Optimization exercise on an open flow, not production practice.
RTL: at most simulated, not proved equivalent.
Function not checked: run 2.
Power: default activity.

--- design/flow/flow/run.sh ---
#!/bin/bash
set -euo pipefail
bash standard.sh SETUP_SLACK_MARGIN=8.3 finish > standard.log 2>&1
--- design/flow/standard.sh ---
#!/bin/bash
# synth_recipe.tcl (not shown) runs the flow's synth.tcl, then flattens the netlist and writes it again
# the make line also repeats each setting of config.mk as NAME=value (left out here)
make -C /OpenROAD-flow-scripts/flow DESIGN_CONFIG=/design/flow/config.mk WORK_HOME=/design/flow/orfs CLKGATE_MAP_FILE= SYNTH_SCRIPT=/design/flow/synth_recipe.tcl "${@:-finish}"
--- design/flow/config.mk ---
export PLATFORM = sky130hd
export DESIGN_NAME = flw_dec
export DESIGN_NICKNAME = flw_dec
export VERILOG_FILES = /design/flow/design.v
export SDC_FILE = /design/flow/constraint.sdc
export NUM_CORES = 4
export LEC_CHECK = 0
export ABC_CLOCK_PERIOD_IN_PS = 3000
export CAP_MARGIN = 20
export CORE_MARGIN = 2
export CORE_UTILIZATION = 35
export GPL_TIMING_DRIVEN = 1
export PLACE_DENSITY = 0.45
export SETUP_SLACK_MARGIN = 5
export SLEW_MARGIN = 20
--- design/flow/constraint.sdc ---
create_clock -name core_clock -period 12.0 [get_ports {clk}]
set_input_delay 2.4000 -clock core_clock [delete_from_list [all_inputs] [get_ports {clk}]]
set_output_delay 2.4000 -clock core_clock [all_outputs]
set_load 0.01 [all_outputs]
--- design/flow/design.v ---
module flw_dec (
    input  wire        clk,
    input  wire        rst,
    input  wire        in_valid,
    input  wire [7:0]  in_data,
    input  wire        in_last,
    output wire        in_ready,
    output reg         out_valid,
    output reg  [7:0]  out_data,
    output reg         done,
    output reg         res_ok,
    output reg  [3:0]  res_cause,
    output reg  [31:0] res_pos,
    output reg  [31:0] res_orig,
    output reg         mem_wr_en,
    output reg  [15:0] mem_wr_addr,
    output reg  [7:0]  mem_wr_data,
    output reg         mem_rd_en,
    output reg  [15:0] mem_rd_addr,
    input  wire [7:0]  mem_rd_data
);
    localparam [3:0] S_HDR    = 4'd0,
                     S_BH     = 4'd1,
                     S_STORED = 4'd2,
                     S_TOK    = 4'd3,
                     S_LEXT   = 4'd4,
                     S_LIT    = 4'd5,
                     S_DIST   = 4'd6,
                     S_MEXT   = 4'd7,
                     S_LCHK   = 4'd8,
                     S_TRL    = 4'd9,
                     S_DRAIN  = 4'd10,
                     S_MCHK   = 4'd11,
                     S_BEND   = 4'd12,
                     S_FIN    = 4'd13;
    localparam [1:0] K_LIT = 2'd0, K_MATCH = 2'd1, K_BEND = 2'd2;
    localparam [1:0] P_LIT = 2'd0, P_RAM = 2'd1, P_HIST = 2'd2, P_BEND = 2'd3;
    localparam [31:0] CRC_POLY = 32'h82F63B78;    
    function [31:0] crc8;
        input [31:0] c;
        input [7:0]  d;
        integer k;
        begin
            crc8 = c ^ {24'd0, d};
            for (k = 0; k < 8; k = k + 1)
                crc8 = crc8[0] ? ((crc8 >> 1) ^ CRC_POLY) : (crc8 >> 1);
        end
    endfunction
    reg       hv, sv;
    reg [7:0] b,  sb;
    reg       bl, sl;
    reg       in_ready_q;
    assign in_ready = in_ready_q;
    wire in_take = in_valid && in_ready_q;
    wire sv_next;
    localparam QD = 8;
    localparam QA = 3;
    reg [65:0]   q_mem [0:QD-1];
    reg [QA-1:0] q_wp, q_rp;
    reg [QA:0]   q_cnt;           
    reg          q_ne;            
    reg          q_room;          
    wire [65:0]  q_head = q_mem[q_rp];
    reg          e_v;
    reg [1:0]    e_k;
    reg [63:0]   e_x;
    reg [3:0]  state;
    reg [3:0]  idx;
    reg [95:0] fld;
    reg [31:0] spos;          
    reg [31:0] ipos;          
    reg [31:0] tokpos;        
    reg [15:0] wmask;         
    reg [15:0] sched_lo;      
    reg [15:0] sched_hi;      
    reg        sched_c;
    reg [31:0] bcrc;
    reg [16:0] oroom;         
    reg [16:0] body_rem;      
    reg        br0, br1;      
    reg [4:0]  mf;
    reg [20:0] vint;
    reg [21:0] lreg;          
    reg [16:0] cnt;           
    reg        cnt1;          
    reg [7:0]  mdist_lo;
    reg [15:0] mdm1_q;
    reg        pend_last;     
    reg [3:0]  err_cause;
    reg [31:0] err_pos;
    reg [3:0]  fin_cause;
    reg [31:0] fin_pos;
    reg        bh_pre_bad;
    reg [1:0]  bh_kind_q;
    reg        bh_body0_q;
    reg [16:0] sp_r;          
    reg [16:0] or_r;          
    reg        ld_gt, ld_ne;  
    reg        bfail;
    reg [31:0] bfail_pos;
    reg [31:0] verified;
    reg [31:0] crc_s;
    wire       be_idle;
    wire [31:0] sched = {sched_hi, sched_lo};
    wire needs_body = (state == S_TOK) || (state == S_LEXT) ||
                      (state == S_DIST) || (state == S_MEXT);
    wire in_body    = needs_body || (state == S_LIT) || (state == S_STORED);
    wire body_out   = needs_body && br0;
    wire pushes     = (state == S_STORED) || (state == S_LIT) || (state == S_TOK) ||
                      (state == S_DIST);
    wire consuming  = (state != S_LCHK) && (state != S_MCHK) && (state != S_BEND) &&
                      (state != S_FIN) && !body_out &&
                      !(pushes && !q_room) &&
                      !(state == S_TRL && idx == 4'd11 && !be_idle);
    wire take       = hv && consuming;
    wire [95:0] fld_n = {b, fld[95:8]};
    wire [31:0] pw0 = fld[63:32];
    wire [31:0] pw1 = fld[95:64];
    wire [1:0]  p_kind = pw0[31:30];
    wire [23:0] p_body = pw0[23:0];
    wire [23:0] p_orig = pw1[23:0];
    wire p_bad = (p_kind == 2'b11) ||
                 (pw0[29:24] != 6'd0) || (pw1[31:24] != 8'd0) ||
                 (p_body > 24'd65536) ||
                 (p_kind != 2'b10 && p_orig > 24'd65536) ||
                 (p_kind == 2'b01 && p_body != p_orig) ||
                 (p_kind == 2'b00 && p_body >= p_orig) ||
                 (p_kind != 2'b10 && p_orig == 24'd0) ||
                 (p_kind == 2'b10 && (p_body != 24'd0 || p_orig != 24'd0));
    wire [16:0] bh_body_n = fld[24:8];
    wire [16:0] bh_orig_n = fld[56:40];
    wire        bh_w2_nz  = ({b, fld[95:72]} != 32'd0);
    wire [20:0] vint_n = vint | ({14'd0, b[6:0]} << (7 * idx));
    wire [2:0] tL      = b[7:5];
    wire       br_hi0  = (body_rem[16:3] == 14'd0);
    wire       or_hi0  = (oroom[16:3] == 14'd0);
    wire       t_gt_r  = br_hi0 && ({1'b0, tL} >= {1'b0, body_rem[2:0]});
    wire       t_eq_r  = br_hi0 && ({1'b0, body_rem[2:0]} == {1'b0, tL} + 4'd1);
    wire       t_gt_o  = or_hi0 && (tL > oroom[2:0]);
    wire       t_eq_o  = or_hi0 && (tL == oroom[2:0]);
    wire       l_gt_r  = lreg > {5'd0, body_rem};
    wire       l_eq_r  = lreg == {5'd0, body_rem};
    wire       l_gt_o  = lreg > {5'd0, oroom};
    wire       l_eq_o  = lreg == {5'd0, oroom};
    wire [15:0] dm1      = {b, mdist_lo};              
    wire        sched_sm = (sched_hi == 16'd0) && !sched_c;
    wire        dist_bad = (sched_sm && dm1 >= sched_lo) ||
                           ((dm1 & wmask) != 16'd0);
    wire [16:0] len_dist = {12'd0, mf} + 17'd3;
    wire        m_gt_o   = lreg > {5'd0, oroom};
    wire        m_ne_o   = lreg != {5'd0, oroom};
    wire [16:0] m_sp     = {1'b0, sched_lo} + {1'b0, lreg[15:0]};
    reg        push;
    reg [1:0]  push_k;
    reg [63:0] push_x;
    task put;
        input [1:0]  kind;
        input [63:0] x;
        begin
            push   = 1'b1;
            push_k = kind;
            push_x = x;
        end
    endtask
    task finish;
        input [3:0]  cause;
        input [31:0] pos;
        begin
            fin_cause <= cause;
            fin_pos   <= pos;
            state     <= S_FIN;
        end
    endtask
    task reject;
        input [3:0]  cause;
        input [31:0] pos;
        input        last;
        begin
            if (last)
                finish(cause, pos);
            else begin
                err_cause <= cause;
                err_pos   <= pos;
                state     <= S_DRAIN;
            end
        end
    endtask
    task go;
        input [3:0]  next;
        input        last;
        input [31:0] fpos;
        begin
            if (last)
                finish(4'd8, fpos);
            else
                state <= next;
        end
    endtask
    task lit_known;
        input        gt_r, eq_r, gt_o, eq_o;
        input [16:0] L;
        input        L0, L1;
        input        mf_nz;
        input [31:0] pos;
        input        last;
        input [31:0] fpos;
        begin
            if (gt_r || gt_o)
                reject(4'd4, pos, last);
            else if (eq_r) begin
                if (mf_nz || !eq_o)
                    reject(4'd4, pos, last);
                else if (L0) begin
                    put(K_BEND, {ipos, bcrc});
                    idx <= 4'd0;
                    go(S_BH, last, fpos);
                end else begin
                    cnt  <= L;
                    cnt1 <= L1;
                    go(S_LIT, last, fpos);
                end
            end else if (L0) begin
                idx <= 4'd0;
                go(S_DIST, last, fpos);
            end else begin
                cnt  <= L;
                cnt1 <= L1;
                go(S_LIT, last, fpos);
            end
        end
    endtask
    task match_ok;
        input [15:0] d1;
        input [15:0] lm1;
        input [16:0] sp;
        input [16:0] orn;
        input        final_seq;
        begin
            put(K_MATCH, {13'd0, (d1 < 16'd3), d1[1:0], lm1, d1, sched_lo});
            sched_lo <= sp[15:0];
            sched_c  <= sp[16];
            oroom    <= orn;
            if (final_seq) begin
                pend_last <= 1'b0;
                state     <= S_BEND;
            end else
                state <= S_TOK;
        end
    endtask
    always @(posedge clk) begin
        push   = 1'b0;
        push_k = K_LIT;
        push_x = {56'd0, b};
        done   <= 1'b0;
        if (take)
            spos <= spos + 32'd1;
        if (take && in_body) begin
            body_rem <= body_rem - 17'd1;
            br0      <= br1;
            br1      <= (body_rem == 17'd2);
        end
        sched_hi <= sched_hi + {15'd0, sched_c};
        sched_c  <= 1'b0;
        if (idx == 4'd8) begin
            bh_pre_bad <= p_bad;
            bh_kind_q  <= p_kind;
            bh_body0_q <= (p_body == 24'd0);
        end
        sp_r  <= {1'b0, sched_lo} + len_dist;
        or_r  <= oroom - len_dist;
        ld_gt <= len_dist > oroom;
        ld_ne <= len_dist != oroom;
        if (rst) begin
            state     <= S_HDR;
            idx       <= 4'd0;
            spos      <= 32'd0;
            sched_lo  <= 16'd0;
            sched_hi  <= 16'd0;
            sched_c   <= 1'b0;
            done      <= 1'b0;
            res_ok    <= 1'b0;
            res_cause <= 4'd0;
            res_pos   <= 32'd0;
            res_orig  <= 32'd0;
        end else begin
            case (state)
            S_HDR: if (take) begin
                fld <= fld_n;
                idx <= idx + 4'd1;
                if (idx == 4'd3 && fld_n[95:64] != 32'h31574C46)
                    reject(4'd1, 32'd0, bl);
                else if (idx == 4'd4 && (b[7:4] != 4'd0 || b[3:0] > 4'd9))
                    reject(4'd2, 32'd4, bl);
                else if (idx == 4'd5 && (b < 8'd10 || b > 8'd16))
                    reject(4'd2, 32'd5, bl);
                else if (idx == 4'd7 && fld_n[95:80] != 16'd0)
                    reject(4'd2, 32'd6, bl);
                else begin
                    if (idx == 4'd5)
                        wmask <= 16'hFFFF << b[4:0];
                    if (idx == 4'd7) begin
                        idx <= 4'd0;
                        go(S_BH, bl, spos + 32'd1);
                    end else
                        go(S_HDR, bl, spos + 32'd1);
                end
            end
            S_BH: if (take) begin
                fld <= fld_n;
                idx <= idx + 4'd1;
                if (idx == 4'd0)
                    ipos <= spos;
                if (idx == 4'd11) begin
                    oroom    <= bh_orig_n;
                    body_rem <= bh_body_n;
                    br0      <= (bh_body_n == 17'd0);
                    br1      <= (bh_body_n == 17'd1);
                    bcrc     <= {b, fld[95:72]};
                    idx      <= 4'd0;
                    if (bh_pre_bad || (bh_kind_q == 2'b10 && bh_w2_nz))
                        reject(4'd3, ipos, bl);
                    else if (bh_kind_q == 2'b10)
                        go(S_TRL, bl, spos + 32'd1);
                    else if (bh_kind_q == 2'b01)
                        go(S_STORED, bl, spos + 32'd1);
                    else if (bh_body0_q)
                        reject(4'd4, ipos, bl);
                    else
                        go(S_TOK, bl, spos + 32'd1);
                end else
                    go(S_BH, bl, spos + 32'd1);
            end
            S_STORED: if (take) begin
                put(K_LIT, {56'd0, b});
                sched_lo <= sched_lo + 16'd1;
                sched_c  <= (sched_lo == 16'hFFFF);
                if (br1) begin
                    pend_last <= bl;
                    state     <= S_BEND;
                end else
                    go(S_STORED, bl, spos + 32'd1);
            end
            S_TOK: if (body_out)
                reject(4'd4, tokpos, 1'b0);
            else if (take) begin
                tokpos <= spos;
                mf     <= b[4:0];
                if (tL == 3'd7) begin
                    idx  <= 4'd0;
                    vint <= 21'd0;
                    go(S_LEXT, bl, spos + 32'd1);
                end else
                    lit_known(t_gt_r, t_eq_r, t_gt_o, t_eq_o, {14'd0, tL},
                              tL == 3'd0, tL == 3'd1, b[4:0] != 5'd0,
                              spos, bl, spos + 32'd1);
            end
            S_LEXT: if (body_out)
                reject(4'd4, tokpos, 1'b0);
            else if (take) begin
                vint <= vint_n;
                idx  <= idx + 4'd1;
                if (b[7] && idx == 4'd2)
                    reject(4'd4, tokpos, bl);
                else if (b[7])
                    go(S_LEXT, bl, spos + 32'd1);
                else begin
                    lreg      <= {1'b0, vint_n} + 22'd7;
                    pend_last <= bl;
                    state     <= S_LCHK;
                end
            end
            S_LCHK: if (q_room)
                lit_known(l_gt_r, l_eq_r, l_gt_o, l_eq_o, lreg[16:0],
                          lreg == 22'd0, lreg == 22'd1, mf != 5'd0,
                          tokpos, pend_last, spos);
            S_LIT: if (take) begin
                put(K_LIT, {56'd0, b});
                sched_lo <= sched_lo + 16'd1;
                sched_c  <= (sched_lo == 16'hFFFF);
                oroom    <= oroom - 17'd1;
                cnt      <= cnt - 17'd1;
                cnt1     <= (cnt == 17'd2);
                if (cnt1) begin
                    if (br1) begin
                        pend_last <= bl;
                        state     <= S_BEND;
                    end else begin
                        idx <= 4'd0;
                        go(S_DIST, bl, spos + 32'd1);
                    end
                end else
                    go(S_LIT, bl, spos + 32'd1);
            end
            S_DIST: if (body_out)
                reject(4'd4, tokpos, 1'b0);
            else if (take) begin
                idx <= idx + 4'd1;
                if (idx == 4'd0) begin
                    mdist_lo <= b;
                    go(S_DIST, bl, spos + 32'd1);
                end else begin
                    mdm1_q <= dm1;
                    if (dist_bad)
                        reject(4'd4, tokpos, bl);
                    else if (mf == 5'd31) begin
                        idx  <= 4'd0;
                        vint <= 21'd0;
                        go(S_MEXT, bl, spos + 32'd1);
                    end else if (ld_gt || (br1 && ld_ne))
                        reject(4'd4, tokpos, bl);
                    else if (bl)
                        finish(4'd8, spos + 32'd1);
                    else
                        match_ok(dm1, {11'd0, mf} + 16'd2, sp_r, or_r, br1);
                end
            end
            S_MEXT: if (body_out)
                reject(4'd4, tokpos, 1'b0);
            else if (take) begin
                vint <= vint_n;
                idx  <= idx + 4'd1;
                if (b[7] && idx == 4'd2)
                    reject(4'd4, tokpos, bl);
                else if (b[7])
                    go(S_MEXT, bl, spos + 32'd1);
                else begin
                    lreg      <= {1'b0, vint_n} + 22'd34;
                    pend_last <= bl;
                    state     <= S_MCHK;
                end
            end
            S_MCHK: if (q_room) begin
                if (m_gt_o || (br0 && m_ne_o))
                    reject(4'd4, tokpos, pend_last);
                else if (pend_last)
                    finish(4'd8, spos);
                else
                    match_ok(mdm1_q, lreg[15:0] - 16'd1, m_sp | {lreg[16], 16'd0},
                             oroom - lreg[16:0], br0);
            end
            S_BEND: if (q_room) begin
                put(K_BEND, {ipos, bcrc});
                idx <= 4'd0;
                go(S_BH, pend_last, spos);
            end
            S_TRL: if (take) begin
                fld <= fld_n;
                idx <= idx + 4'd1;
                if (idx == 4'd0)
                    ipos <= spos;
                if (idx == 4'd7 && fld_n[95:32] != {32'd0, sched})
                    reject(4'd6, ipos, bl);
                else if (idx == 4'd11) begin
                    if (bfail)
                        reject(4'd5, bfail_pos, bl);
                    else if (fld_n[95:64] != ~crc_s)
                        reject(4'd7, ipos, bl);
                    else
                        finish(4'd0, 32'd0);
                end else
                    go(S_TRL, bl, spos + 32'd1);
            end
            S_DRAIN: if (take && bl)
                finish(err_cause, err_pos);
            S_FIN: if (be_idle) begin
                done      <= 1'b1;
                res_ok    <= !bfail && fin_cause == 4'd0;
                res_cause <= bfail ? 4'd5 : fin_cause;
                res_pos   <= bfail ? bfail_pos : fin_pos;
                res_orig  <= (bfail || fin_cause != 4'd0) ? verified : sched;
                state     <= S_HDR;
                idx       <= 4'd0;
                spos      <= 32'd0;
                sched_lo  <= 16'd0;
                sched_hi  <= 16'd0;
                sched_c   <= 1'b0;
            end
            default: state <= S_HDR;
            endcase
        end
        if (push) begin
            e_k <= push_k;
            e_x <= push_x;
        end
        if (rst) begin
            e_v    <= 1'b0;
            q_room <= 1'b0;
        end else begin
            e_v    <= push;
            q_room <= push ? (q_cnt_n < QD - 1) : (q_cnt_n < QD);
        end
    end
    wire stream_start = !rst && state == S_FIN && be_idle;
    assign sv_next = hv && !take && (sv || in_take);
    always @(posedge clk) begin
        if (!hv || take) begin
            if (sv) begin
                b  <= sb;
                bl <= sl;
            end else begin
                b  <= in_data;
                bl <= in_last;
            end
        end
        if (in_take && hv && !take && !sv) begin
            sb <= in_data;
            sl <= in_last;
        end
        if (rst) begin
            hv         <= 1'b0;
            sv         <= 1'b0;
            in_ready_q <= 1'b0;
        end else begin
            case ({hv, sv})
            2'b00: begin hv <= in_take; sv <= 1'b0; end
            2'b10: begin hv <= in_take || !take; sv <= in_take && !take; end
            default: begin hv <= 1'b1; sv <= !take; end
            endcase
            in_ready_q <= !sv_next;
        end
    end
    reg        m_active;
    reg [15:0] m_src;
    reg [15:0] m_cnt;          
    reg        m_one;          
    reg [1:0]  m_p;            
    reg [1:0]  m_h;            
    reg        s1_v;  reg [1:0] s1_k;  reg [7:0] s1_d;  reg [63:0] s1_x;
    reg        s2_v;  reg [1:0] s2_k;  reg [7:0] s2_d;  reg [63:0] s2_x;
    reg        s3_v;  reg [1:0] s3_k;  reg [7:0] s3_d;  reg [63:0] s3_x;
    reg [7:0]  rdq;
    reg        s4_bend; reg [63:0] s4_x;
    reg [7:0]  hist0, hist1, hist2;
    reg [15:0] opos;
    reg [31:0] ocount;
    reg [31:0] crc_b;
    assign be_idle = !e_v && !q_ne && !m_active && !s1_v && !s2_v && !s3_v &&
                     !out_valid && !s4_bend;
    wire [7:0] s3_val = (s3_k == P_RAM)  ? rdq :
                        (s3_k == P_HIST) ? (s3_d[1:0] == 2'd0 ? hist0 :
                                            s3_d[1:0] == 2'd1 ? hist1 : hist2) :
                        s3_d;
    wire issue_m = m_active;
    wire pop     = !m_active && q_ne;
    wire [1:0]  h_kind = q_head[65:64];
    wire [15:0] h_src  = q_head[15:0];
    wire [15:0] h_lm1  = q_head[31:16];
    wire [65:0] e_entry = (e_k == K_MATCH) ?
        {K_MATCH, 29'd0, e_x[50:48], e_x[47:32], e_x[15:0] + ~e_x[31:16]} :
        {e_k, e_x};
    wire [QA:0] q_cnt_n = q_cnt + {{QA{1'b0}}, e_v} - {{QA{1'b0}}, pop};
    always @(posedge clk) begin
        if (e_v)
            q_mem[q_wp] <= e_entry;
        s1_v      <= issue_m || pop;
        mem_rd_en <= 1'b0;
        if (issue_m) begin
            s1_k        <= m_p;
            s1_d        <= {6'd0, m_h};
            mem_rd_addr <= m_src;
            mem_rd_en   <= (m_p == P_RAM);
            m_src       <= m_src + 16'd1;
            m_cnt       <= m_cnt - 16'd1;
            m_one       <= (m_cnt == 16'd2);
            if (m_one)
                m_active <= 1'b0;
        end else if (pop) begin
            s1_x <= q_head[63:0];
            s1_d <= q_head[7:0];
            case (h_kind)
            K_LIT:   s1_k <= P_LIT;
            K_BEND:  s1_k <= P_BEND;
            default: begin
                s1_k        <= q_head[34] ? P_HIST : P_RAM;
                s1_d        <= {6'd0, q_head[33:32]};
                mem_rd_addr <= h_src;
                mem_rd_en   <= !q_head[34];
                m_active    <= 1'b1;
                m_p         <= q_head[34] ? P_HIST : P_RAM;
                m_h         <= q_head[33:32];
                m_src       <= h_src + 16'd1;
                m_cnt       <= h_lm1;
                m_one       <= (h_lm1 == 16'd1);
            end
            endcase
        end
        s2_v <= s1_v; s2_k <= s1_k; s2_d <= s1_d; s2_x <= s1_x;
        rdq  <= mem_rd_data;
        s3_v <= s2_v; s3_k <= s2_k; s3_d <= s2_d; s3_x <= s2_x;
        out_valid   <= s3_v && s3_k != P_BEND;
        out_data    <= s3_val;
        mem_wr_en   <= s3_v && s3_k != P_BEND;
        mem_wr_data <= s3_val;
        mem_wr_addr <= opos;
        s4_bend     <= s3_v && s3_k == P_BEND;
        s4_x        <= s3_x;
        if (s3_v && s3_k != P_BEND) begin
            opos  <= opos + 16'd1;
            hist0 <= s3_val;
            hist1 <= hist0;
            hist2 <= hist1;
        end
        if (out_valid) begin
            crc_b  <= crc8(crc_b, out_data);
            crc_s  <= crc8(crc_s, out_data);
            ocount <= ocount + 32'd1;
        end
        if (s4_bend) begin
            crc_b <= 32'hFFFFFFFF;
            if (!bfail) begin
                if (~crc_b != s4_x[31:0]) begin
                    bfail     <= 1'b1;
                    bfail_pos <= s4_x[63:32];
                end else
                    verified <= ocount;
            end
        end
        if (rst || stream_start) begin
            crc_b    <= 32'hFFFFFFFF;
            crc_s    <= 32'hFFFFFFFF;
            ocount   <= 32'd0;
            verified <= 32'd0;
            bfail    <= 1'b0;
            opos     <= 16'd0;
        end
        if (rst) begin
            q_wp      <= {QA{1'b0}};
            q_rp      <= {QA{1'b0}};
            q_cnt     <= {(QA+1){1'b0}};
            q_ne      <= 1'b0;
            m_active  <= 1'b0;
            s1_v      <= 1'b0;
            s2_v      <= 1'b0;
            s3_v      <= 1'b0;
            out_valid <= 1'b0;
            mem_wr_en <= 1'b0;
            mem_rd_en <= 1'b0;
            s4_bend   <= 1'b0;
        end else begin
            if (e_v) q_wp <= q_wp + 1'b1;
            if (pop) q_rp <= q_rp + 1'b1;
            q_cnt  <= q_cnt_n;
            q_ne   <= (q_cnt_n != 0);
        end
    end
endmodule
==> flow_metrics.tcl, run 1 <==
set metrics [dict create \
    combPwrFrac_pct 33.5 \
    cap_violations 0 \
    grt_pass1_wl_um 437000 \
    path_delay_family "flip-flops" \
    finalCriticalPeriod_ns 3.91 \
    io_pins 142 \
    num_rows 178 \
    grt_max_degree 137 \
    synth_edf_count 1173 \
    numCtsBuffers 199 \
    synth_seq_cells 1792 \
    grt_use_total_pct 25.4 \
    dieArea_mm2 0.239 \
    initial_core_util_pct 35.1 \
    cp_slowest_cell "edfxtp_1" \
    p_int_mw 14.4 \
    io_buffers 141 \
    die-height_um 489 \
    grt-ovfl-total 0 \
    switching_share_pct 34.6 \
    synth_top_area_share_pct 42.8 \
    drtPass1Iterations 6 \
    wl_met1_um 135000 \
    fp.dieW_um 489 \
    core_area_mm2 0.235 \
    synth_cell_type_count 98 \
    drtAntennaViolNets 0 \
    cp-end-kind "output port" \
    hold_path_depth 0 \
    yosysMostFrequentCell "edfxtp_1" \
    fin_ws_ns 8.09 \
    status "timing/DRC/antenna clean" \
    worstSkewPairLatency_ns 0.90 \
    syn_avg_cell_area_um2 11.7 \
    ff2ff_path_depth 10 \
    final_layout_size_suffix_gt1_share_pct 20.1 \
    avgRoutedWirePerCell_um 29.2 \
    p_seq_share_pct 37.3 \
    power.density_mw_per_mm2 221 \
    vias 61200 \
    setup_violations 0 \
    timing.critical_path.buf_inv 1 \
    drv_slew 0 \
    synthTopCellsByCount "1,173 x edfxtp_1, 619 x dfxtp_1, 582 x nand2_1" \
    synth_top_cell_by_area "edfxtp_1" \
    synth_flop_cell "edfxtp_1" \
    clockBufferDepth 3 \
    dr_wl_met2_um 138000 \
    wirelength_um 315000 \
    cts_sinks 1792 \
    hold_viol_final 0 \
    grt_pass1_vias 58400 \
    drc 0 \
    cp_max_fo 1 \
    path_cells "buf_2" \
    viasPerCell 5.68 \
    worst_setup_path_start_kind "flip-flop" \
    cpPeakStageDelay_ns 0.44 \
    preCtsSetupSlack_ns 6.71 \
    min_to "s4_x[47]" \
    setup_tns_ns 0 \
    fmax_mhz 256 \
    htreeDepth 4 \
    met3_length_um 25800 \
    synth_area_leaders "edfxtp_1 43%, dfxtp_1 15%, mux4_2 3.6%" \
    antenna_found_initial 16 \
    cp_data_required_time_ns 9.60 \
    reg2reg_setup_slack_ns 8.18 \
    crit_type "flip-flop to output port" \
    syn_inst 7052 \
    syn_nets 7253 \
    clk_pin_slew_ns 0.06 \
    dr.first_iter.drc_count 6783 \
    finalCritPeriodShare_pct 32.6 \
    clockRootBuffer "clkbuf_16" \
    routabilityCongestion 0.917 \
    p_clk_share_pct 29.1 \
    fin_skew_ns 0.0917 \
    num-nets-final 7645 \
    synth.yosys.seq_area_share_pct 57.8 \
    switchingPower_mw 7.65 \
    synthArstFlopShare_pct 0 \
    p_leak_nw 34.9 \
    hp-start "s3_x[47]" \
    area_growth_syn_to_layout_pct 21.4 \
    ys_warn_count 1 \
    tritoncts "yes" \
    ir_drop_v 0.000221 \
    dp_hpwl_um 202000 \
    cts.hold.buffers_added 0 \
    crit_start "mem_rd_addr[5]" \
    crit_arrival_ns 1.51 \
    highest_layer "met5" \
    grt_setup_unrepaired "yes" \
    worst_pin_slew_ns 1.21 \
    timing.rr.start "cnt1" \
    slew_headroom_pct 18.9 \
    hold_path.class "flip-flop to flip-flop" \
    regToRegEndpoint "fin_pos[9]" \
    synthesis.area_mm2 0.0824 \
]
[cell usage in the layout, fill, tap and decap left out, types with 164 or more instances in the layout]
cell          n
a21oi_1     381
xor2_1      200
xnor2_1     315
o21ai_0     374
clkbuf_16   224
edfxtp_1   1173
buf_4       335
inv_1       189
nand2_1     574
nor2_1      554
dfxtp_1     503
ha_1        164
mux2i_1     229
[power by group through the flow]
stage | clock (mW) | combinational, mW | sequential (mW)
after floorplan | 0 | 4.92 | 8.05
after detailed placement | 0 | 6.76 | 8.42
final | 6.43 | 7.41 | 8.25
after global placement | 0 | 6.78 | 8.43
after CTS | 6.58 | 7.17 | 8.26
after global routing | 6.82 | 7.92 | 8.33
[stage by stage]
step | area, µm² | power (mW) | instances | hold WS, ns | util, %
global placement | 87800 | 15.2 | 10100 | 0.310 | 37.4
floorplan | 82700 | 13.0 | 7052 | 0.310 | -
global route | 100000 | 23.1 | 10800 | 0.297 | 42.6
CTS | 97800 | 22.0 | 10600 | 0.283 | 41.7
detailed placement | 87900 | 15.2 | 10100 | 0.312 | 37.5
finish | 100000 | 22.1 | 10800 | 0.295 | 42.6
[how the worst max path moves through the flow]
| stage | cells after the start | end | slack (ns) |
|---|---|---|---|
| after CTS | 1 | mem_rd_addr[5] | 8.01 |
| after global placement | 11 | e_x[61] | 6.81 |
| after floorplan | 3 | fld[10] | 6.76 |
| after detailed placement | 11 | e_x[61] | 6.71 |
| after global routing | 1 | mem_rd_addr[5] | 8.02 |
| final | 1 | mem_rd_addr[5] | 8.09 |
[layer usage]
| layer | global-route usage, % | vias up |
|---|---|---|
| met4 | 10.8 | 14 |
| met5 | 0 | - |
| met3 | 5.32 | 731 |
| li1 | - | 27000 |
| met2 | 38.8 | 2885 |
| met1 | 34.7 | 30600 |
[registers in the layout (all words and copies together), names as in the netlist, 64 cells and up, named ones only]
register	cells
s1_x	64
s2_x	64
s3_x	64
s4_x	64
q_mem	528
e_x	64
fld	88
[repair_timing]
item | in CTS | in global routing
gates cloned | 14 | 18
buffers inserted | 157 | 115
pin swaps | 43 | 58
setup endpoints to repair | 936 | 555
gates resized for setup | 953 | 203
[cells by family after synthesis]
| logic type | after synthesis | synth area share, % |
|---|---|---|
| flops | 1792 | 57.8 |
| simple gates | 1989 | 11.5 |
| buf+inv | 618 | 2.90 |
| fa+ha+maj | 183 | 2.83 |
| mux | 462 | 7.77 |
| xor+xnor | 535 | 5.75 |
| compound gates | 1473 | 11.4 |
[cell type report]
cell class                 count  area, µm²
inverter                     197        748
multi-input combinational   4642      34100
fill                       22100     135000
sequential                  1792      47800
timing repair buffer         612       6420
clock buffer                 274       5680
antenna                        5       12.5
tap                         3150       3940
clock inverter               106       1310
Testbench counts, summed over its fixed seeds: cycles 225,750, bytes 222,265.
==> inputs of run 2 (changes only) <==
--- a/design/flow/design.v
+++ b/design/flow/design.v
@@ -88,6 +88,4 @@
     reg        pend_last;     
-    reg [3:0]  err_cause;
-    reg [31:0] err_pos;
-    reg [3:0]  fin_cause;
-    reg [31:0] fin_pos;
+    reg [3:0]  v_cause;       
+    reg [31:0] v_pos;
     reg        bh_pre_bad;
@@ -99,3 +97,3 @@
     reg        bfail;
-    reg [31:0] bfail_pos;
+    reg [63:0] bend_x;        
     reg [31:0] verified;
@@ -168,5 +166,5 @@
         begin
-            fin_cause <= cause;
-            fin_pos   <= pos;
-            state     <= S_FIN;
+            v_cause <= cause;
+            v_pos   <= pos;
+            state   <= S_FIN;
         end
@@ -178,9 +176,5 @@
         begin
-            if (last)
-                finish(cause, pos);
-            else begin
-                err_cause <= cause;
-                err_pos   <= pos;
-                state     <= S_DRAIN;
-            end
+            v_cause <= cause;
+            v_pos   <= pos;
+            state   <= last ? S_FIN : S_DRAIN;
         end
@@ -238,3 +232,3 @@
         begin
-            put(K_MATCH, {13'd0, (d1 < 16'd3), d1[1:0], lm1, d1, sched_lo});
+            put(K_MATCH, {13'd0, (d1 < 16'd2), d1[1:0], lm1, d1, sched_lo});
             sched_lo <= sp[15:0];
@@ -454,3 +448,3 @@
                     if (bfail)
-                        reject(4'd5, bfail_pos, bl);
+                        reject(4'd5, bend_x[63:32], bl);
                     else if (fld_n[95:64] != ~crc_s)
@@ -463,9 +457,9 @@
             S_DRAIN: if (take && bl)
-                finish(err_cause, err_pos);
+                state <= S_FIN;
             S_FIN: if (be_idle) begin
                 done      <= 1'b1;
-                res_ok    <= !bfail && fin_cause == 4'd0;
-                res_cause <= bfail ? 4'd5 : fin_cause;
-                res_pos   <= bfail ? bfail_pos : fin_pos;
-                res_orig  <= (bfail || fin_cause != 4'd0) ? verified : sched;
+                res_ok    <= !bfail && v_cause == 4'd0;
+                res_cause <= bfail ? 4'd5 : v_cause;
+                res_pos   <= bfail ? bend_x[63:32] : v_pos;
+                res_orig  <= (bfail || v_cause != 4'd0) ? verified : sched;
                 state     <= S_HDR;
@@ -525,10 +519,9 @@
     reg        m_one;          
-    reg [1:0]  m_p;            
-    reg [1:0]  m_h;            
-    reg        s1_v;  reg [1:0] s1_k;  reg [7:0] s1_d;  reg [63:0] s1_x;
-    reg        s2_v;  reg [1:0] s2_k;  reg [7:0] s2_d;  reg [63:0] s2_x;
-    reg        s3_v;  reg [1:0] s3_k;  reg [7:0] s3_d;  reg [63:0] s3_x;
-    reg [7:0]  rdq;
-    reg        s4_bend; reg [63:0] s4_x;
-    reg [7:0]  hist0, hist1, hist2;
+    reg        m_ram;          
+    reg        m_h;            
+    reg        s1_v;  reg [1:0] s1_k;  reg [7:0] s1_d;
+    reg        s2_v;  reg [1:0] s2_k;  reg [7:0] s2_d;
+    reg        s3_bend;
+    reg        bend_busy;      
+    reg [7:0]  hist0, hist1;
     reg [15:0] opos;
@@ -536,10 +529,7 @@
     reg [31:0] crc_b;
-    assign be_idle = !e_v && !q_ne && !m_active && !s1_v && !s2_v && !s3_v &&
-                     !out_valid && !s4_bend;
-    wire [7:0] s3_val = (s3_k == P_RAM)  ? rdq :
-                        (s3_k == P_HIST) ? (s3_d[1:0] == 2'd0 ? hist0 :
-                                            s3_d[1:0] == 2'd1 ? hist1 : hist2) :
-                        s3_d;
-    wire issue_m = m_active;
-    wire pop     = !m_active && q_ne;
+    assign be_idle = !e_v && !q_ne && !m_active && !s1_v && !s2_v &&
+                     !out_valid && !s3_bend;
+    wire [7:0] s2_val = (s2_k == P_RAM)  ? mem_rd_data :
+                        (s2_k == P_HIST) ? (s2_d[0] ? hist1 : hist0) :
+                        s2_d;
     wire [1:0]  h_kind = q_head[65:64];
@@ -547,2 +537,5 @@
     wire [15:0] h_lm1  = q_head[31:16];
+    wire        h_ram  = !q_head[34];
+    wire issue_m = m_active;
+    wire pop     = !m_active && q_ne && !(h_kind == K_BEND && bend_busy);
     wire [65:0] e_entry = (e_k == K_MATCH) ?
@@ -554,12 +547,11 @@
             q_mem[q_wp] <= e_entry;
-        s1_v      <= issue_m || pop;
-        mem_rd_en <= 1'b0;
+        s1_v        <= issue_m || pop;
+        mem_rd_addr <= issue_m ? m_src : h_src;
+        mem_rd_en   <= issue_m ? m_ram : (pop && h_kind == K_MATCH && h_ram);
         if (issue_m) begin
-            s1_k        <= m_p;
-            s1_d        <= {6'd0, m_h};
-            mem_rd_addr <= m_src;
-            mem_rd_en   <= (m_p == P_RAM);
-            m_src       <= m_src + 16'd1;
-            m_cnt       <= m_cnt - 16'd1;
-            m_one       <= (m_cnt == 16'd2);
+            s1_k  <= m_ram ? P_RAM : P_HIST;
+            s1_d  <= {7'd0, m_h};
+            m_src <= m_src + 16'd1;
+            m_cnt <= m_cnt - 16'd1;
+            m_one <= (m_cnt == 16'd2);
             if (m_one)
@@ -567,3 +559,2 @@
         end else if (pop) begin
-            s1_x <= q_head[63:0];
             s1_d <= q_head[7:0];
@@ -571,14 +562,17 @@
             K_LIT:   s1_k <= P_LIT;
-            K_BEND:  s1_k <= P_BEND;
+            K_BEND:  begin
+                s1_k      <= P_BEND;
+                if (!bfail)
+                    bend_x <= q_head[63:0];
+                bend_busy <= 1'b1;
+            end
             default: begin
-                s1_k        <= q_head[34] ? P_HIST : P_RAM;
-                s1_d        <= {6'd0, q_head[33:32]};
-                mem_rd_addr <= h_src;
-                mem_rd_en   <= !q_head[34];
-                m_active    <= 1'b1;
-                m_p         <= q_head[34] ? P_HIST : P_RAM;
-                m_h         <= q_head[33:32];
-                m_src       <= h_src + 16'd1;
-                m_cnt       <= h_lm1;
-                m_one       <= (h_lm1 == 16'd1);
+                s1_k     <= h_ram ? P_RAM : P_HIST;
+                s1_d     <= {7'd0, q_head[32]};
+                m_active <= 1'b1;
+                m_ram    <= h_ram;
+                m_h      <= q_head[32];
+                m_src    <= h_src + 16'd1;
+                m_cnt    <= h_lm1;
+                m_one    <= (h_lm1 == 16'd1);
             end
@@ -586,17 +580,13 @@
         end
-        s2_v <= s1_v; s2_k <= s1_k; s2_d <= s1_d; s2_x <= s1_x;
-        rdq  <= mem_rd_data;
-        s3_v <= s2_v; s3_k <= s2_k; s3_d <= s2_d; s3_x <= s2_x;
-        out_valid   <= s3_v && s3_k != P_BEND;
-        out_data    <= s3_val;
-        mem_wr_en   <= s3_v && s3_k != P_BEND;
-        mem_wr_data <= s3_val;
+        s2_v <= s1_v; s2_k <= s1_k; s2_d <= s1_d;
+        out_valid   <= s2_v && s2_k != P_BEND;
+        out_data    <= s2_val;
+        mem_wr_en   <= s2_v && s2_k != P_BEND;
+        mem_wr_data <= s2_val;
         mem_wr_addr <= opos;
-        s4_bend     <= s3_v && s3_k == P_BEND;
-        s4_x        <= s3_x;
-        if (s3_v && s3_k != P_BEND) begin
+        s3_bend     <= s2_v && s2_k == P_BEND;
+        if (s2_v && s2_k != P_BEND) begin
             opos  <= opos + 16'd1;
-            hist0 <= s3_val;
+            hist0 <= s2_val;
             hist1 <= hist0;
-            hist2 <= hist1;
         end
@@ -607,9 +597,9 @@
         end
-        if (s4_bend) begin
-            crc_b <= 32'hFFFFFFFF;
+        if (s3_bend) begin
+            crc_b     <= 32'hFFFFFFFF;
+            bend_busy <= 1'b0;
             if (!bfail) begin
-                if (~crc_b != s4_x[31:0]) begin
-                    bfail     <= 1'b1;
-                    bfail_pos <= s4_x[63:32];
-                end else
+                if (~crc_b != bend_x[31:0])
+                    bfail <= 1'b1;
+                else
                     verified <= ocount;
@@ -633,3 +623,2 @@
             s2_v      <= 1'b0;
-            s3_v      <= 1'b0;
             out_valid <= 1'b0;
@@ -637,3 +626,4 @@
             mem_rd_en <= 1'b0;
-            s4_bend   <= 1'b0;
+            s3_bend   <= 1'b0;
+            bend_busy <= 1'b0;
         end else begin
==> flow_metrics.tcl, run 2 <==
set metrics [dict create \
    dr.first_iter.drc_count 4903 \
    wirelength_um 264000 \
    yosysMostFrequentCell "edfxtp_1" \
    power.density_mw_per_mm2 221 \
    grt_setup_unrepaired "yes" \
    largest_register_ffs 528 \
    numCtsBuffers 172 \
    grt_pass1_wl_um 371000 \
    hold_viol_final 0 \
    tritoncts "yes" \
    postLayoutCoreUtil_pct 42.0 \
    cts.hold.buffers_added 0 \
    syn_inst 6025 \
    synth_top_cell_by_area "edfxtp_1" \
    dp_hpwl_um 173000 \
    final_common_cell "edfxtp_1" \
    hold_path_depth 0 \
    fp.dieW_um 457 \
    synth_cell_type_count 107 \
    synth_edf_count 1078 \
    clk_pin_slew_ns 0.06 \
    grt-ovfl-total 0 \
    worst_setup_path_start_kind "flip-flop" \
    final_layout_size_suffix_gt1_share_pct 20.3 \
    ff2ff_path_depth 12 \
    initial_core_util_pct 35.2 \
    combPwrFrac_pct 35.3 \
    vias 51200 \
    synthArstFlopShare_pct 0 \
    switching_share_pct 34.6 \
    crit_type "flip-flop to output port" \
    viasPerCell 5.59 \
    hp-start "s1_d[0]" \
    synthTopCellsByCount "1,078 x edfxtp_1, 516 x nor2_1, 499 x nand2_1" \
    worst_pin_slew_ns 1.09 \
    reg.largest.list "q_mem: 528 flops, fld: 88 flops" \
    antenna_found_initial 12 \
    reg2reg_setup_slack_ns 8.29 \
    ir_drop_v 0.000245 \
    final_cell_mix "1,078 x edfxtp_1, 494 x nand2_1, 491 x nor2_1, 316 x dfxtp_1, 314 x xnor2_1" \
    setup_violations 0 \
    grt_use_total_pct 24.5 \
    min_to "s2_d[0]" \
    register_area_mm2 0.0411 \
    drtAntennaViolNets 0 \
    synth_top_area_share_pct 45.1 \
    timing.rr.start "lreg[4]" \
    grt_max_degree 98 \
    timing.critical_path.buf_inv 1 \
    crit_arrival_ns 1.48 \
    core_area_mm2 0.204 \
    drv_slew 0 \
    dieArea_mm2 0.209 \
    switchingPower_mw 6.56 \
    clockBufferDepth 3 \
    htreeDepth 4 \
    p_int_mw 12.4 \
    p_leak_nw 29.3 \
    io_pins 142 \
    synth_flop_cell "edfxtp_1" \
    cts_sinks 1504 \
    drc 0 \
    cpPeakStageDelay_ns 0.47 \
    io_buffers 141 \
    avgRoutedWirePerCell_um 28.8 \
    synth.yosys.seq_area_share_pct 57.0 \
    slew_headroom_pct 26.3 \
    path_cells "buf_6" \
    preCtsSetupSlack_ns 7.05 \
    p_clk_share_pct 28.7 \
    die-height_um 457 \
    hold_slack_ns 0.339 \
    routabilityCongestion 0.984 \
    status "timing/DRC/antenna clean" \
    regToRegEndpoint "e_x[12]" \
    num_rows 166 \
    setup_tns_ns 0 \
    fin_ws_ns 8.12 \
    fmax_mhz 258 \
    multiInputGateArea_mm2 0.0298 \
    drtPass1Iterations 5 \
    regMostFlops "q_mem" \
    num-nets-final 6524 \
    cap_violations 0 \
    cp_data_required_time_ns 9.60 \
    cp_max_fo 4 \
    worstSkewPairLatency_ns 0.85 \
    clockRootBuffer "clkbuf_16" \
    synth_area_leaders "edfxtp_1 45%, dfxtp_1 12%, mux4_2 4.1%" \
    path_delay_family "flip-flops" \
    cp-end-kind "output port" \
    finalCriticalPeriod_ns 3.88 \
    hold_path.class "flip-flop to flip-flop" \
    p_seq_share_pct 36.0 \
    cp_slowest_cell "dfxtp_4" \
    grt_pass1_vias 49300 \
    area_growth_syn_to_layout_pct 19.4 \
    syn_avg_cell_area_um2 11.9 \
    finalCritPeriodShare_pct 32.3 \
    syn_nets 6226 \
    synth_seq_cells 1504 \
    fin_skew_ns 0.0424 \
    nFillCells 19200 \
    ys_warn_count 1 \
    synthesis.area_mm2 0.0718 \
]
run 2: power by group through the flow:
| stage | Combinational [mW] | Clock (mW) | Sequential (mW) |
|---|---|---|---|
| 6_report | 6.69 | 5.44 | 6.82 |
| 5_1_grt | 7.27 | 5.76 | 6.87 |
| 3_5_place_dp | 6.30 | 0 | 6.93 |
| 4_1_cts | 6.59 | 5.56 | 6.81 |
| 2_1_floorplan | 4.76 | 0 | 6.63 |
| 3_3_place_gp | 6.34 | 0 | 6.93 |
run 2: worst max path at each step:
stage               cells past startpoint  slack, ns   endpoint      start
floorplan                               3       6.20    fld[10]        rst
global placement                        7       7.08    fld[53]        rst
detailed placement                      7       7.05    fld[58]        rst
CTS                                     1       8.00  mem_wr_en  out_valid
global route                            1       8.05  mem_wr_en  out_valid
finish                                  1       8.12  out_valid  out_valid
run 2: cell type report:
cell class                 count  share of cell area [%]
antenna                        5                  0.0146
multi-input combinational   3997                    34.8
tap                         2688                    3.92
clock inverter               106                    1.32
clock buffer                 219                    5.47
inverter                     172                   0.769
timing repair buffer         476                    5.71
sequential                  1504                    48.0
run 2: repair_timing:
item                                    CTS  global route
cloned                                   13            13
endpoints found under the setup margin  855           530
hold endpoints to repair                  0             0
buffers inserted                         84            71
gates resized for setup                 861           131
pin swaps                                15            43
run 2: metrics by stage:
stage,instance area [µm²],std cells,power (mW)
2_1_floorplan,72000,6025,11.4
3_3_place_gp,76600,8655,13.3
3_5_place_dp,76600,8655,13.2
4_1_cts,84300,9077,19.0
5_1_grt,85700,9164,19.9
6_report,85700,9167,18.9
run 2: cell families (layout without fill, tap and decap cells):
group	Yosys count	after routing	share of synthesized area [%]
other	0	5	0
adder cells (fa/ha/maj)	181	181	3.22
AO/OA/AOI/OAI	1134	1135	10.2
flip-flops	1504	1504	57.0
buffers and inverters	526	973	2.95
XOR/XNOR	542	542	6.76
multiplexers	424	424	8.45
AND/OR/NAND/NOR	1714	1715	11.4
run 2: per-layer routing:
layer	vias to the layer above	GRT usage, %	part of all wire (%)
li1	23000	-	-
met1	25800	33.6	44
met2	1944	39.3	46
met3	493	3.54	5.9
met4	4	8.88	4.0
met5	-	0	0.0087
==> inputs of run 3 (changes only) <==
--- a/design/flow/design.v
+++ b/design/flow/design.v
@@ -35,3 +35,3 @@
                      S_FIN    = 4'd13;
-    localparam [1:0] K_LIT = 2'd0, K_MATCH = 2'd1, K_BEND = 2'd2;
+    localparam [1:0] K_LIT = 2'd0, K_MATCH = 2'd1, K_BEND = 2'd2, K_SEND = 2'd3;
     localparam [1:0] P_LIT = 2'd0, P_RAM = 2'd1, P_HIST = 2'd2, P_BEND = 2'd3;
@@ -57,3 +57,3 @@
     localparam QA = 3;
-    reg [65:0]   q_mem [0:QD-1];
+    reg [66:0]   q_mem [0:QD-1];
     reg [QA-1:0] q_wp, q_rp;
@@ -62,5 +62,10 @@
     reg          q_room;          
-    wire [65:0]  q_head = q_mem[q_rp];
+    wire [66:0]  q_head = q_mem[q_rp];
+    reg          m_active;        
+    reg [2:0]    li;              
+    wire         pop;             
+    reg [QA:0]   q_cnt_n;
     reg          e_v;
     reg [1:0]    e_k;
+    reg          e_f;
     reg [63:0]   e_x;
@@ -111,3 +116,3 @@
                       !(pushes && !q_room) &&
-                      !(state == S_TRL && idx == 4'd11 && !be_idle);
+                      !(state == S_TRL && idx == 4'd11 && !be_idle && !bl);
     wire take       = hv && consuming;
@@ -150,2 +155,4 @@
     wire [16:0] m_sp     = {1'b0, sched_lo} + {1'b0, lreg[15:0]};
+    reg        pack_ok;
+    reg        append, commit;       
     reg        push;
@@ -153,2 +160,3 @@
     reg [63:0] push_x;
+    reg        push_f;
     task put;
@@ -160,2 +168,3 @@
             push_x = x;
+            push_f = 1'b0;
         end
@@ -247,3 +256,3 @@
         push_x = {56'd0, b};
-        done   <= 1'b0;
+        push_f = 1'b0;
         if (take)
@@ -273,7 +282,2 @@
             sched_c   <= 1'b0;
-            done      <= 1'b0;
-            res_ok    <= 1'b0;
-            res_cause <= 4'd0;
-            res_pos   <= 32'd0;
-            res_orig  <= 32'd0;
         end else begin
@@ -447,8 +451,10 @@
                 else if (idx == 4'd11) begin
-                    if (bfail)
-                        reject(4'd5, bend_x[63:32], bl);
+                    if (bl)
+                        finish(4'd0, ipos);
+                    else if (bfail)
+                        reject(4'd5, 32'd0, 1'b0);
                     else if (fld_n[95:64] != ~crc_s)
-                        reject(4'd7, ipos, bl);
+                        reject(4'd7, ipos, 1'b0);
                     else
-                        finish(4'd0, 32'd0);
+                        finish(4'd0, ipos);
                 end else
@@ -458,8 +464,5 @@
                 state <= S_FIN;
-            S_FIN: if (be_idle) begin
-                done      <= 1'b1;
-                res_ok    <= !bfail && v_cause == 4'd0;
-                res_cause <= bfail ? 4'd5 : v_cause;
-                res_pos   <= bfail ? bend_x[63:32] : v_pos;
-                res_orig  <= (bfail || v_cause != 4'd0) ? verified : sched;
+            S_FIN: if (q_room) begin
+                put(K_SEND, {v_pos, (v_cause == 4'd0) ? fld[95:64] : {28'd0, v_cause}});
+                push_f    = (v_cause == 4'd0);
                 state     <= S_HDR;
@@ -474,5 +477,20 @@
         end
-        if (push) begin
+        append = push && push_k == K_LIT && e_v && e_k == K_LIT &&
+                 e_x[58:56] != 3'd6 && pack_ok;
+        commit = e_v && !append;
+        q_cnt_n = q_cnt + {{QA{1'b0}}, commit} - {{QA{1'b0}}, pop};
+        if (append) begin
+            e_x[58:56] <= e_x[58:56] + 3'd1;
+            case (e_x[58:56])
+            3'd0: e_x[15:8]  <= push_x[7:0];
+            3'd1: e_x[23:16] <= push_x[7:0];
+            3'd2: e_x[31:24] <= push_x[7:0];
+            3'd3: e_x[39:32] <= push_x[7:0];
+            3'd4: e_x[47:40] <= push_x[7:0];
+            default: e_x[55:48] <= push_x[7:0];
+            endcase
+        end else if (push) begin
             e_k <= push_k;
             e_x <= push_x;
+            e_f <= push_f;
         end
@@ -482,7 +500,18 @@
         end else begin
-            e_v    <= push;
+            e_v    <= push || (e_v && !commit);
             q_room <= push ? (q_cnt_n < QD - 1) : (q_cnt_n < QD);
         end
+        if (commit)
+            q_mem[q_wp] <= e_entry;
+        if (rst) begin
+            q_wp  <= {QA{1'b0}};
+            q_cnt <= {(QA+1){1'b0}};
+            q_ne  <= 1'b0;
+        end else begin
+            if (commit) q_wp <= q_wp + 1'b1;
+            q_cnt <= q_cnt_n;
+            q_ne  <= (q_cnt_n != 0);
+        end
+        pack_ok <= (q_cnt_n > 2);
     end
-    wire stream_start = !rst && state == S_FIN && be_idle;
     assign sv_next = hv && !take && (sv || in_take);
@@ -515,3 +544,2 @@
     end
-    reg        m_active;
     reg [15:0] m_src;
@@ -523,4 +551,7 @@
     reg        s2_v;  reg [1:0] s2_k;  reg [7:0] s2_d;
-    reg        s3_bend;
-    reg        bend_busy;      
+    reg        s3_bend;        
+    reg        s3_send;
+    reg        c_v;            
+    reg        mk_busy;        
+    reg [64:0] send_x;         
     reg [7:0]  hist0, hist1;
@@ -529,4 +560,3 @@
     reg [31:0] crc_b;
-    assign be_idle = !e_v && !q_ne && !m_active && !s1_v && !s2_v &&
-                     !out_valid && !s3_bend;
+    assign be_idle = !e_v && !q_ne && !m_active && !s1_v && !s2_v && !c_v;
     wire [7:0] s2_val = (s2_k == P_RAM)  ? mem_rd_data :
@@ -539,11 +569,11 @@
     wire issue_m = m_active;
-    wire pop     = !m_active && q_ne && !(h_kind == K_BEND && bend_busy);
-    wire [65:0] e_entry = (e_k == K_MATCH) ?
-        {K_MATCH, 29'd0, e_x[50:48], e_x[47:32], e_x[15:0] + ~e_x[31:16]} :
-        {e_k, e_x};
-    wire [QA:0] q_cnt_n = q_cnt + {{QA{1'b0}}, e_v} - {{QA{1'b0}}, pop};
+    wire take_h  = !m_active && q_ne && !(h_kind[1] && mk_busy);
+    wire lit_end = (li == q_head[58:56]);
+    assign pop   = take_h && (h_kind != K_LIT || lit_end);
+    wire [7:0] h_byte = q_head[{li, 3'b000} +: 8];
+    wire [66:0] e_entry = (e_k == K_MATCH) ?
+        {1'b0, K_MATCH, 29'd0, e_x[50:48], e_x[47:32], e_x[15:0] + ~e_x[31:16]} :
+        {e_f, e_k, e_x};
     always @(posedge clk) begin
-        if (e_v)
-            q_mem[q_wp] <= e_entry;
-        s1_v        <= issue_m || pop;
+        s1_v        <= issue_m || take_h;
         mem_rd_addr <= issue_m ? m_src : h_src;
@@ -558,11 +588,21 @@
                 m_active <= 1'b0;
-        end else if (pop) begin
-            s1_d <= q_head[7:0];
+        end else if (take_h) begin
+            s1_d <= h_byte;
             case (h_kind)
-            K_LIT:   s1_k <= P_LIT;
+            K_LIT:   begin
+                s1_k <= P_LIT;
+                li   <= lit_end ? 3'd0 : li + 3'd1;
+            end
             K_BEND:  begin
-                s1_k      <= P_BEND;
+                s1_k    <= P_BEND;
+                s1_d    <= 8'd0;
                 if (!bfail)
                     bend_x <= q_head[63:0];
-                bend_busy <= 1'b1;
+                mk_busy <= 1'b1;
+            end
+            K_SEND:  begin
+                s1_k    <= P_BEND;
+                s1_d    <= 8'd1;
+                send_x  <= {q_head[66], q_head[63:0]};
+                mk_busy <= 1'b1;
             end
@@ -587,2 +627,6 @@
         s3_bend     <= s2_v && s2_k == P_BEND;
+        s3_send     <= s2_d[0];
+        if (s2_v && s2_k == P_BEND && s2_d[0])
+            opos <= 16'd0;
+        c_v         <= s2_v;
         if (s2_v && s2_k != P_BEND) begin
@@ -592,10 +636,11 @@
         end
-        if (out_valid) begin
-            crc_b  <= crc8(crc_b, out_data);
-            crc_s  <= crc8(crc_s, out_data);
+        if (c_v && !s3_bend) begin
+            crc_b  <= crc8(crc_b, hist0);
+            crc_s  <= crc8(crc_s, hist0);
             ocount <= ocount + 32'd1;
         end
-        if (s3_bend) begin
-            crc_b     <= 32'hFFFFFFFF;
-            bend_busy <= 1'b0;
+        done <= 1'b0;
+        if (s3_bend && !s3_send) begin
+            crc_b   <= 32'hFFFFFFFF;
+            mk_busy <= 1'b0;
             if (!bfail) begin
@@ -607,3 +652,26 @@
         end
-        if (rst || stream_start) begin
+        if (s3_bend && s3_send) begin
+            mk_busy <= 1'b0;
+            done    <= 1'b1;
+            if (bfail) begin
+                res_ok    <= 1'b0;
+                res_cause <= 4'd5;
+                res_pos   <= bend_x[63:32];
+                res_orig  <= verified;
+            end else if (send_x[64] && ~crc_s != send_x[31:0]) begin
+                res_ok    <= 1'b0;
+                res_cause <= 4'd7;
+                res_pos   <= send_x[63:32];
+                res_orig  <= verified;
+            end else if (send_x[64]) begin
+                res_ok    <= 1'b1;
+                res_cause <= 4'd0;
+                res_pos   <= 32'd0;
+                res_orig  <= ocount;
+            end else begin
+                res_ok    <= 1'b0;
+                res_cause <= send_x[3:0];
+                res_pos   <= send_x[63:32];
+                res_orig  <= verified;
+            end
             crc_b    <= 32'hFFFFFFFF;
@@ -613,9 +681,6 @@
             bfail    <= 1'b0;
-            opos     <= 16'd0;
         end
         if (rst) begin
-            q_wp      <= {QA{1'b0}};
             q_rp      <= {QA{1'b0}};
-            q_cnt     <= {(QA+1){1'b0}};
-            q_ne      <= 1'b0;
+            li        <= 3'd0;
             m_active  <= 1'b0;
@@ -627,8 +692,17 @@
             s3_bend   <= 1'b0;
-            bend_busy <= 1'b0;
+            c_v       <= 1'b0;
+            mk_busy   <= 1'b0;
+            crc_b     <= 32'hFFFFFFFF;
+            crc_s     <= 32'hFFFFFFFF;
+            ocount    <= 32'd0;
+            verified  <= 32'd0;
+            bfail     <= 1'b0;
+            opos      <= 16'd0;
+            done      <= 1'b0;
+            res_ok    <= 1'b0;
+            res_cause <= 4'd0;
+            res_pos   <= 32'd0;
+            res_orig  <= 32'd0;
         end else begin
-            if (e_v) q_wp <= q_wp + 1'b1;
             if (pop) q_rp <= q_rp + 1'b1;
-            q_cnt  <= q_cnt_n;
-            q_ne   <= (q_cnt_n != 0);
         end
==> design/flow/flow/run.sh (replaced) <==
#!/bin/bash
set -euo pipefail
bash standard.sh SETUP_SLACK_MARGIN=8.6 finish > standard.log 2>&1
--- a/design/flow/config.mk
+++ b/design/flow/config.mk
@@ -10,5 +10,5 @@
 export CORE_MARGIN = 2
-export CORE_UTILIZATION = 35
+export CORE_UTILIZATION = 60
 export GPL_TIMING_DRIVEN = 1
-export PLACE_DENSITY = 0.45
+export PLACE_DENSITY = 0.7
 export SETUP_SLACK_MARGIN = 5
==> flow_metrics.tcl, run 3 <==
set metrics [dict create \
    p_clk_share_pct 30.2 \
    synth_flop_cell "edfxtp_1" \
    cp-end-kind "flip-flop" \
    worstSkewPairLatency_ns 0.88 \
    finalCriticalPeriod_ns 4.43 \
    switching_share_pct 33.4 \
    switchingPower_mw 5.71 \
    crit_arrival_ns 4.94 \
    cp_slowest_cell "edfxtp_1" \
    core_area_mm2 0.125 \
    yosysMostFrequentCell "edfxtp_1" \
    combPwrFrac_pct 29.6 \
    cts_sinks 1584 \
    grt_setup_unrepaired "yes" \
    grt_max_degree 86 \
    worst_pin_slew_ns 1.20 \
    cap_violations 0 \
    syn_inst 6340 \
    synth_cell_type_count 108 \
    regMostFlops "q_mem" \
    die-height_um 358 \
    synth_top_cell_by_area "edfxtp_1" \
    power.density_mw_per_mm2 184 \
    finalCritPeriodShare_pct 36.9 \
    cpPeakStageDelay_ns 0.50 \
    ys_warn_count 1 \
    cp_max_fo 11 \
    num_rows 130 \
    p_int_mw 11.4 \
    num-nets-final 7040 \
    tritoncts "yes" \
    timing.critical_path.buf_inv 12 \
    synthesis.area_mm2 0.0753 \
    grt_use_total_pct 42.0 \
    final_common_cell "edfxtp_1" \
    clockRootBuffer "clkbuf_16" \
    grt_pass1_wl_um 388000 \
    final_cell_mix "1,152 x edfxtp_1, 574 x nand2_1, 431 x nor2_1, 361 x xnor2_1, 324 x o21ai_0" \
    drtAntennaViolNets 0 \
    drtPass1Iterations 10 \
    clk_pin_slew_ns 0.06 \
    syn_nets 6547 \
    cts.hold.buffers_added 0 \
    wirelength_um 282000 \
    io_pins 142 \
    drc 0 \
    htreeDepth 4 \
    area_growth_syn_to_layout_pct 23.1 \
    cp_common_cell "buf_12" \
    nFillCells 7987 \
    hold_viol_final 0 \
    fmax_mhz 226 \
    synth_edf_count 1152 \
    setup_violations 0 \
    synth_area_leaders "edfxtp_1 46%, dfxtp_1 11%, mux4_2 4.3%" \
    grt_pass1_vias 55800 \
    synth_top_area_share_pct 45.9 \
    numCtsBuffers 164 \
    largest_register_ffs 536 \
    viasPerCell 6.90 \
    synthTopCellsByCount "1,152 x edfxtp_1, 593 x nand2_1, 461 x nor2_1" \
    vias 59500 \
    synth.yosys.seq_area_share_pct 57.4 \
    status "timing/DRC/antenna clean" \
    path_delay_family "buffers and inverters" \
    hold_path.class "flip-flop to flip-flop" \
    initial_core_util_pct 60.2 \
    avgRoutedWirePerCell_um 32.7 \
    dp_hpwl_um 160000 \
    drv_slew 0 \
    syn_avg_cell_area_um2 11.9 \
    synth_seq_cells 1584 \
    routabilityCongestion 0.984 \
    slew_headroom_pct 19.4 \
    p_leak_nw 32.8 \
    preCtsSetupSlack_ns 5.48 \
    dr.first_iter.drc_count 8919 \
    cp_data_required_time_ns 12.51 \
    fp.dieW_um 358 \
    antenna_found_initial 7 \
    ir_drop_v 0.000138 \
    p_seq_share_pct 40.2 \
    clockBufferDepth 3 \
    worst_setup_path_start_kind "flip-flop" \
    synthArstFlopShare_pct 0 \
    dieArea_mm2 0.128 \
    fin_ws_ns 7.57 \
    grt-ovfl-total 0 \
    reg.largest.list "q_mem: 536 flops, fld: 88 flops, send_x: 65 flops" \
    setup_tns_ns 0 \
    fin_skew_ns 0.101 \
    final_layout_size_suffix_gt1_share_pct 23.5 \
    path_cells "ha_4, nand4_1, buf_4, nor4_4, buf_4, buf_4, o311ai_4, a31oi_4, or4_4, nand2_4, o21ai_4, buf_12, buf_8, buf_6, buf_12, nand2b_4, buf_12, nor3_4, buf_6, buf_12, buf_6, buf_16" \
    io_buffers 141 \
    crit_type "flip-flop to flip-flop" \
]
[run 3: changes by cell type after synthesis, moves of 27 or more]
cell / delta
xnor2_1: +56
a21oi_1: +27
o21ai_0: +70
edfxtp_1: +74
o211ai_1: +35
nand2_1: +94
a211oi_1: -72
xor2_1: -33
nor3b_1: +39
nor2_1: -55
[run 3: kinds of logic after synthesis]
kind of cell	share of synthesized area, %
fa+ha+maj	3.17
simple gates	11.7
buf+inv	2.83
compound gates	10.7
flops	57.4
mux	7.72
xor+xnor	6.44
[run 3: final timing paths]
check	from	to	slack (ns)	depth (start not counted)
worst max-delay path	lreg[9]	q_mem[4][29]	7.57	22
worst min-delay path	opos[15]	mem_wr_addr[15]	0.37	0
worst max register to register	lreg[9]	q_mem[4][29]	7.57	22
worst min register to register	opos[15]	mem_wr_addr[15]	0.37	0
[run 3: timing repair]
item | in CTS | in global routing
gates cloned | 94 | 10
setup endpoints to repair | 1542 | 1149
resized for setup | 1269 | 210
setup buffers | 251 | 73
pin swaps | 106 | 75
[run 3: per-stage QoR]
step / util (%) / power (mW) / area (µm²) / cells / hold slack [ns]
after global placement: 63.0 / 11.1 / 78800 / 7889 / 0.354
after floorplan: - / 9.78 / 76000 / 6340 / 0.323
after CTS: 72.7 / 16.6 / 91000 / 8539 / 0.370
after global routing: 74.1 / 17.5 / 92700 / 8622 / 0.380
final: 74.1 / 17.1 / 92700 / 8624 / 0.371
after detailed placement: 63.0 / 11.1 / 78800 / 7889 / 0.363
[run 3: final cells by class]
| cell class | count | area (µm²) | area share (%) |
|---|---|---|---|
| multi-input combinational | 4225 | 32400 | 34.9 |
| clock buffer | 234 | 4660 | 5.02 |
| clock inverter | 71 | 622 | 0.671 |
| antenna | 2 | 5.00 | 0.00540 |
| sequential | 1584 | 43400 | 46.8 |
| inverter | 193 | 752 | 0.811 |
| tap | 1650 | 2060 | 2.23 |
| timing repair buffer | 665 | 8850 | 9.55 |
[run 3: power by group through the flow]
stage	logic [mW]	registers, mW	clock network, mW
global placement	4.15	6.94	0
detailed placement	4.19	6.95	0
global route	5.29	6.88	5.35
CTS	4.67	6.83	5.06
floorplan	3.01	6.78	0
finish	5.05	6.86	5.16
[run 3: per-layer routing]
metal	routed length, µm	track usage, %	part of all wire, %
met5	43	0	0.015
met4	27600	31.6	9.8
met3	34100	10.0	12
met2	125000	64.7	44
met1	94700	51.6	34
Testbench counts of run 3, summed over its fixed seeds: cycles 224,113, bytes 222,265.
==> inputs of run 4 (changes only) <==
--- a/design/flow/config.mk
+++ b/design/flow/config.mk
@@ -10,5 +10,5 @@
 export CORE_MARGIN = 2
-export CORE_UTILIZATION = 60
+export CORE_UTILIZATION = 40
 export GPL_TIMING_DRIVEN = 1
-export PLACE_DENSITY = 0.7
+export PLACE_DENSITY = 0.55
 export SETUP_SLACK_MARGIN = 5
==> flow_metrics.tcl, run 4 <==
set metrics [dict create \
    postLayoutCoreUtil_pct 50.7 \
    clk_pin_slew_ns 0.05 \
    timing.critical_path.buf_inv 10 \
    clockBufferDepth 3 \
    final_common_cell "edfxtp_1" \
    status "timing/DRC/antenna clean" \
    grt_setup_unrepaired "yes" \
    setup_violations 0 \
    dp_hpwl_um 171000 \
    dr.first_iter.drc_count 6720 \
    drc 0 \
    grt_pass1_wl_um 382000 \
    viasPerCell 5.88 \
    reg.largest.list "q_mem: 536 flops, fld: 88 flops, send_x: 65 flops" \
    regMostFlops "q_mem" \
    synth_top_cell_by_area "edfxtp_1" \
    synth_top_area_share_pct 45.9 \
    crit_type "flip-flop to flip-flop" \
    finalCritPeriodShare_pct 36.8 \
    tritoncts "yes" \
    cp_slowest_cell "or4_4" \
    wirelength_um 271000 \
    clockRootBuffer "clkbuf_16" \
    preCtsSetupSlack_ns 5.40 \
    cp-end-kind "flip-flop" \
    fin_ws_ns 7.58 \
    dieArea_mm2 0.192 \
    syn_nets 6547 \
    synth_area_leaders "edfxtp_1 46%, dfxtp_1 11%, mux4_2 4.3%" \
    finalCriticalPeriod_ns 4.42 \
    fmax_mhz 226 \
    cp_data_required_time_ns 12.59 \
    crit_arrival_ns 5.01 \
    synthesis.area_mm2 0.0753 \
    drtPass1Iterations 11 \
    yosysMostFrequentCell "edfxtp_1" \
    p_leak_nw 33.3 \
    cp_common_cell "buf_6" \
    cp_max_fo 8 \
    cap_violations 0 \
    final_layout_size_suffix_gt1_share_pct 25.4 \
    syn_avg_cell_area_um2 11.9 \
    area_growth_syn_to_layout_pct 26.2 \
    routabilityCongestion 0.932 \
    largest_register_ffs 536 \
    io_buffers 141 \
    final_cell_area_mm2 0.0951 \
    worst_setup_path_start_kind "flip-flop" \
    grt_use_total_pct 27.1 \
    synth_seq_cells 1584 \
    synth_edf_count 1152 \
    grt_max_degree 73 \
    synth_flop_cell "edfxtp_1" \
    hold_viol_final 0 \
    synth.yosys.seq_area_share_pct 57.4 \
    place_area_mm2 0.0799 \
    power.density_mw_per_mm2 180 \
    syn_inst 6340 \
    path_delay_family "simple AND/OR/NAND/NOR gates" \
    cts_sinks 1584 \
    grt-ovfl-total 0 \
    path_cells "ha_4, nand4_1, or4_4, or4b_4, or3_4, o41ai_4, a211o_4, o21ai_4, buf_12, buf_4, buf_6, buf_6, buf_6, nand2b_4, buf_6, buf_6, buf_6, nor2_4, buf_12, clkbuf_16" \
    die-height_um 438 \
    fin_skew_ns 0.0594 \
    fp.dieW_um 438 \
    setup_tns_ns 0 \
    num-nets-final 7120 \
    initial_core_util_pct 40.2 \
    ys_warn_count 1 \
    final_cell_mix "1,152 x edfxtp_1, 565 x nand2_1, 431 x nor2_1, 360 x xnor2_1, 312 x o21ai_0" \
    numCtsBuffers 171 \
]
## run 4: cell types whose count changed in the layout (fill, tap and decap cells not counted), sizes merged, moves of 3 or more
cell | previous run | this run
buf | 629 | 683
clkinv | 52 | 58
inv | 197 | 194
diode | 2 | 5
nor2 | 467 | 462
clkbuf | 243 | 270
## run 4: worst paths after layout
kind | from | to | cells after the start
worst min-delay path | s1_k[1] | s2_k[1] | 0
worst max-delay path | lreg[8] | q_mem[2][7] | 20
worst min register to register | s1_k[1] | s2_k[1] | 0
worst max register to register | lreg[8] | q_mem[2][7] | 20
## run 4: what timing repair did
action                     4_1_cts  5_1_grt
pin swaps                      163      116
setup endpoints to repair     1586     1058
buffers inserted               289       94
gates resized for setup       1292      299
cloned                          67       35
## run 4: power by group
group / internal (mW) / switching [mW] / total, mW
Combinational: 2.09 / 2.94 / 5.03
Clock: 2.96 / 2.29 / 5.25
Sequential: 6.45 / 0.394 / 6.85
## run 4: area by class of cell
class | count | area (µm²)
well taps | 2495 | 3120
clock buffers | 238 | 4840
clock inverters | 72 | 693
multi-input cells | 4222 | 32700
diodes | 5 | 12.5
fillers | 16200 | 92300
flip-flops and latches | 1584 | 43400
inverters | 193 | 763
repair buffers | 741 | 9480
## run 4: stage by stage
stage / power (mW) / cells / hold WS, ns
after floorplan: 9.78 / 6340 / 0.323
after global placement: 11.2 / 8750 / 0.332
after detailed placement: 11.2 / 8750 / 0.332
after CTS: 16.9 / 9416 / 0.345
after global routing: 17.8 / 9545 / 0.362
final: 17.1 / 9550 / 0.343
## run 4: logic make-up (layout without fill, tap and decap cells)
group / after synthesis / after routing / synth area share, %
other: 0 / 5 / 0
xor gates and xnor gates: 554 / 554 / 6.44
and+or+nand+nor: 1830 / 1834 / 11.7
AOI/OAI and AO/OA: 1260 / 1261 / 10.7
buffers and inverters: 539 / 1244 / 2.83
DFF: 1584 / 1584 / 57.4
adders and majority gates: 187 / 187 / 3.17
muxes: 386 / 386 / 7.72
## run 4: worst register-to-register path: cells and delay by family (launching register included)
family                     cells  cell delay (ns)
and+or+nand+nor                6             1.72
buffers and inverters         10             1.29
DFF                            1             0.50
AOI/OAI and AO/OA              3             0.35
adders and majority gates      1             0.32
## run 4: layer usage
metal,track usage [%],up-vias,wire [µm]
met5,0,-,0
met4,13.3,0,15500
met3,4.08,634,20300
met2,44.4,2737,128000
met1,35.2,28000,107000
li1,-,24800,-
